Background: an optimization exercise with open tools, aiming at small area, a short achievable clock period and few clock cycles per item. Do not read the settings as production practice.

// serac_cascade
module serac_cascade (
    input  wire        clk,
    input  wire        rst,         
    input  wire        cfg_we,
    input  wire [5:0]  cfg_addr,    
    input  wire [31:0] cfg_data,
    input  wire        clr_state,   
    input  wire        in_valid,
    output wire        in_ready,
    input  wire [31:0] in_x,
    output reg         out_valid,
    output reg  [31:0] out_y
);
For scale: about 110 I/O pins.
export LEC_CHECK = 0
export CAP_MARGIN = 20
export CORE_MARGIN = 2
export CORE_UTILIZATION = 40
export PLACE_DENSITY = 0.6
export SETUP_SLACK_MARGIN = 0.5
export SLEW_MARGIN = 20
create_clock -name core_clock -period 20.0 [get_ports {clk}]
standard.sh (not shown) runs the stock make flow with config.mk's settings and CLKGATE_MAP_FILE= SYNTH_SCRIPT=/design/flow/synth_recipe.tcl, a recipe that flattens the netlist after the stock synthesis.
==> flow/flow/run.sh <==
#!/bin/bash
set -euo pipefail
R=$PWD/orfs/results/sky130hd/serac_cascade/base
bash standard.sh synth > synth.log 2>&1
python3 flow/fa_polarity.py $R/1_2_yosys.v $R/1_2_yosys.pol.v > fa_polarity.log 2>&1
cp $R/1_2_yosys.v $R/1_2_yosys.std.v
mv $R/1_2_yosys.pol.v $R/1_2_yosys.v
rm -f $R/1_synth.odb $R/1_synth.sdc
bash standard.sh SETUP_SLACK_MARGIN=15 \
    "BUFFER_PORTS_ARGS=-buffer_cell sky130_fd_sc_hd__buf_4" \
    CTS_CLUSTER_SIZE=26 CTS_CLUSTER_DIAMETER=70 \
    finish > standard_flow.log 2>&1
Other scripts of this flow, unchanged in this note and not shown: flow/flow/fa_polarity.py
The first run went through all stages and came out clean.
Then changed:
--- a/flow/design.v
+++ b/flow/design.v
@@ -16,23 +16,23 @@
     endfunction
     function [47:0] booth(input [31:0] x);
         integer j;
         reg h, m, l;
         begin
             for (j = 0; j < 16; j = j + 1) begin
                 h = x[2*j+1];
                 m = x[2*j];
                 l = (j == 0) ? 1'b0 : x[2*j-1];
                 booth[3*j]   = m ^ l;
                 booth[3*j+1] = (h & ~m & ~l) | (~h & m & l);
-                booth[3*j+2] = h & ~(m & l);       
+                booth[3*j+2] = h;
             end
         end
     endfunction
     function [32:0] pprow(input [2:0] d, input [31:0] m);
         pprow = (({33{d[0]}} & {m[31], m}) | ({33{d[1]}} & {m, 1'b0})) ^ {33{d[2]}};
     endfunction
     function [127:0] ks2(input [63:0] a, input [63:0] b);
         reg [63:0] g, p, g2, p2;
         integer l, k;
         begin
             g = a & b;
@@ -134,24 +134,22 @@
     end
     always @(posedge clk) begin
         if (rst)
             last_sec <= 3'd0;
         else if (we_r && wa_r[2:0] == 3'd7)
             last_sec <= wd_r[2:0];
     end
     reg         ph;                 
     reg  [1:0]  busy;               
     reg  [2:0]  nsec0, nsec1;       
     reg  [1:0]  cnt;                
-    reg         inbuf_v;
-    reg  [31:0] inbuf_x;
     reg         in_ready_o;         
     reg         vA, lastA;
     reg  [2:0]  secA;
     reg  [7:0]  ohA;                
     reg  [47:0] xd_A;               
     reg  [31:0] b0_A;
     reg         vB, lastB;
     reg  [2:0]  secB;
     reg  [7:0]  ohB;
     reg  [127:0] p0_B;              
     reg  [47:0] xd_B;
@@ -3049,71 +3047,66 @@
                 s1r[i] <= 47'd0;
                 s2r[i] <= 46'd0;
             end
         end else if (vD) begin
             s1r[secD] <= s1_new;
             s2r[secD] <= s2_new;
         end
     end
     wire        nt     = ~ph;
     wire        cont   = nt ? busy[1] : busy[0];
     wire [2:0]  nsec_t = nt ? nsec1 : nsec0;
-    wire        start  = ~cont & cnt[1] & (inbuf_v | (in_valid & ~we_r));
+    wire        start  = in_valid & in_ready_o;
     wire        issue  = cont | start;
     wire [2:0]  sec_n  = cont ? nsec_t : 3'd0;
     wire        last_n = (sec_n == last_sec);
     wire [7:0]  oh_n   = 8'd1 << sec_n;
     wire [2:0]  sh_n   = rd3(oh_n, shv);
-    wire [31:0] x_in   = inbuf_v ? inbuf_x : in_x;
+    wire [31:0] x_in   = in_x;
     wire [47:0] xd0    = booth(shsat(h0, sh_n));
     wire [47:0] xd1    = booth(shsat(h1, sh_n));
     wire [47:0] xdi    = booth(shsat({{4{x_in[31]}}, x_in}, sh_n));
     wire [47:0] xd_n   = cont ? (sel0 ? xd1 : xd0) : xdi;
     wire        fwd    = vD && secD == secA;
-    wire accept = in_valid & ~inbuf_v;            
-    wire inbuf_next = (inbuf_v | accept) & ~start;
+    wire ready_next = ~(ph ? busy[1] : busy[0]) & ~start & (cnt != 2'd0) & ~cfg_we;
     always @(posedge clk) begin
         if (rst) begin
             ph         <= 1'b0;
             busy       <= 2'b00;
             cnt        <= 2'd3;
-            inbuf_v    <= 1'b0;
             in_ready_o <= 1'b1;
             vA         <= 1'b0;
             vB         <= 1'b0;
             vC         <= 1'b0;
             vD         <= 1'b0;
             out_valid  <= 1'b0;
         end else begin
             ph         <= ~ph;
             if (issue) begin
                 if (nt) busy[1] <= ~last_n;
                 else    busy[0] <= ~last_n;
             end
             cnt        <= start ? 2'd0 : (cnt == 2'd3 ? 2'd3 : cnt + 2'd1);
-            inbuf_v    <= inbuf_next;
-            in_ready_o <= ~inbuf_next;
+            in_ready_o <= ready_next;
             vA         <= issue;
             vB         <= vA;
             vC         <= vB;
             vD         <= vC;
             out_valid  <= vB & lastB;
         end
     end
     always @(posedge clk) begin
         if (issue) begin
             if (nt) nsec1 <= sec_n + 3'd1;
             else    nsec0 <= sec_n + 3'd1;
         end
-        if (accept)
-            inbuf_x <= in_x;
         secA  <= sec_n;
         ohA   <= oh_n;
         lastA <= last_n;
         xd_A  <= xd_n;
         b0_A  <= rd32(oh_n, b0v);
         secB  <= secA;
         ohB   <= ohA;
         lastB <= lastA;
         p0_B  <= fa_p0;
         xd_B  <= xd_A;
         b1_B  <= rd32(ohA, b1v);
The changed run finished clean.
Non-clock buffer count decreases by 161.
Core utilization hardly moves.
Worst setup slack is worse by 0.23 ns.
Critical path depth is unchanged.
Design area decreases by 1.5%.
First-iteration DRC count increases by 3.8%.
Clock skew decreases by 0.039 ns.
Clock-buffer cell count increases by 3.
Via count decreases by 0.75%.
No run of this note included a check of the RTL's function; only the layout flow was run.


Another version of the RTL of serac_cascade (not shown whole).
For scale: ~19000 cells after synthesis, roughly 110 I/O pins, about 0.22 mm^2 of cells after synthesis.
clock: 20.0 ns
lec_check: 0
cap_margin: 20
core_margin: 2
core_utilization: 40
place_density: 0.6
setup_slack_margin: 0.5
slew_margin: 20
==> flow/flow/run.sh <==
#!/bin/bash
set -euo pipefail
R=$PWD/orfs/results/sky130hd/serac_cascade/base
bash standard.sh synth > synth.log 2>&1
python3 flow/fa_polarity.py $R/1_2_yosys.v $R/1_2_yosys.pol.v > fa_polarity.log 2>&1
cp $R/1_2_yosys.v $R/1_2_yosys.std.v
mv $R/1_2_yosys.pol.v $R/1_2_yosys.v
rm -f $R/1_synth.odb $R/1_synth.sdc
bash standard.sh SETUP_SLACK_MARGIN=15 \
    "BUFFER_PORTS_ARGS=-buffer_cell sky130_fd_sc_hd__buf_4" \
    CTS_CLUSTER_SIZE=26 CTS_CLUSTER_DIAMETER=70 GPL_TIMING_DRIVEN=1 \
    finish > standard_flow.log 2>&1
Other scripts of this flow, unchanged in this note and not shown: flow/flow/fa_polarity.py
Change:
--- a/flow/design.v
+++ b/flow/design.v
@@ -138,16 +138,18 @@
         else if (we_r && wa_r[2:0] == 3'd7)
             last_sec <= wd_r[2:0];
     end
     reg         ph;                 
     reg  [1:0]  busy;               
     reg  [2:0]  nsec0, nsec1;       
     reg  [1:0]  cnt;                
     reg         in_ready_o;         
+    reg         ov1;                
+    reg  [31:0] yo1;
     reg         vA, lastA;
     reg  [2:0]  secA;
     reg  [7:0]  ohA;                
     reg  [47:0] xd_A;               
     reg  [31:0] b0_A;
     reg         vB, lastB;
     reg  [2:0]  secB;
     reg  [7:0]  ohB;
@@ -3050,17 +3052,17 @@
         end else if (vD) begin
             s1r[secD] <= s1_new;
             s2r[secD] <= s2_new;
         end
     end
     wire        nt     = ~ph;
     wire        cont   = nt ? busy[1] : busy[0];
     wire [2:0]  nsec_t = nt ? nsec1 : nsec0;
-    wire        start  = in_valid & ~cont & cnt[1] & ~we_r;
+    wire        start  = in_valid & in_ready_o;
     wire        issue  = cont | start;
     wire [2:0]  sec_n  = cont ? nsec_t : 3'd0;
     wire        last_n = (sec_n == last_sec);
     wire [7:0]  oh_n   = 8'd1 << sec_n;
     wire [2:0]  sh_n   = rd3(oh_n, shv);
     wire [31:0] x_in   = in_x;
     wire [47:0] xd0    = booth(shsat(h0, sh_n));
     wire [47:0] xd1    = booth(shsat(h1, sh_n));
@@ -3073,30 +3075,32 @@
             ph         <= 1'b0;
             busy       <= 2'b00;
             cnt        <= 2'd3;
             in_ready_o <= 1'b1;
             vA         <= 1'b0;
             vB         <= 1'b0;
             vC         <= 1'b0;
             vD         <= 1'b0;
+            ov1        <= 1'b0;
             out_valid  <= 1'b0;
         end else begin
             ph         <= ~ph;
             if (issue) begin
                 if (nt) busy[1] <= ~last_n;
                 else    busy[0] <= ~last_n;
             end
             cnt        <= start ? 2'd0 : (cnt == 2'd3 ? 2'd3 : cnt + 2'd1);
             in_ready_o <= ready_next;
             vA         <= issue;
             vB         <= vA;
             vC         <= vB;
             vD         <= vC;
-            out_valid  <= vB & lastB;
+            ov1        <= vB & lastB;
+            out_valid  <= ov1;
         end
     end
     always @(posedge clk) begin
         if (issue) begin
             if (nt) nsec1 <= sec_n + 3'd1;
             else    nsec0 <= sec_n + 3'd1;
         end
         secA  <= sec_n;
@@ -3116,11 +3120,12 @@
         yd_C  <= sel0 ? yd1 : yd0;
         w1_C  <= w1_cs;
         w2_C  <= w2_cs;
         a1_C  <= rd32(ohB, a1v);
         a2_C  <= rd32(ohB, a2v);
         secD  <= secC;
         v1_D  <= v1_cs;
         v2_D  <= v2_cs;
-        out_y <= rst ? 32'd0 : y;
+        yo1   <= y;
+        out_y <= rst ? 32'd0 : yo1;
     end
 endmodule
What happened:
- non-clock buffer count rises by 82
- count of clock-buffer cells in the layout rises by 20
- core utilization rises by 0.41 points
- wire length went down by 0.37%
- worst hold slack hardly moves
- synthesized area is about the same
- global-route usage hardly moves
- sequential share of layout area decreases by 0.20 points
- setup slack gets better by 0.12 ns
- design area rises by 0.94%
Function was not checked in any run of this note: the RTL went through the layout flow alone.

[re-timing with driven ports]
Ports are ideal in the flow. The routed layouts listed here were re-timed in OpenROAD. Step 1 sets driving cells, clkbuf_16 on the clock port and buf_2 on the other inputs (assumed; they add their load-dependent delay and slew). Step 2 moves the port delays by t, midway between the first and last clock arrival at a register: inputs arrive t later, outputs are due t later. That takes back most of the time a late clock gives input paths. Three values: ideal, step 1, step 2; two values: the first two.
run	shift t [ns]	setup slack, ns	worst data-port slew with drivers (ns)
the first run of note 1	1.124	14.458 / 14.344 / 13.428	0.06
the second run of note 1	1.146	14.227 / 14.105 / 13.964	0.08
the first run of note 2	1.102	14.314 / 14.198 / 14.052	0.10
the second run of note 2	1.122	14.433 / 14.322 / 13.939	0.08
After both steps setup and hold are still met in every run listed. The setup slack of the first run of note 1, which loses most, moves by -0.114 ns with the drivers and by -1.030 ns with both steps.
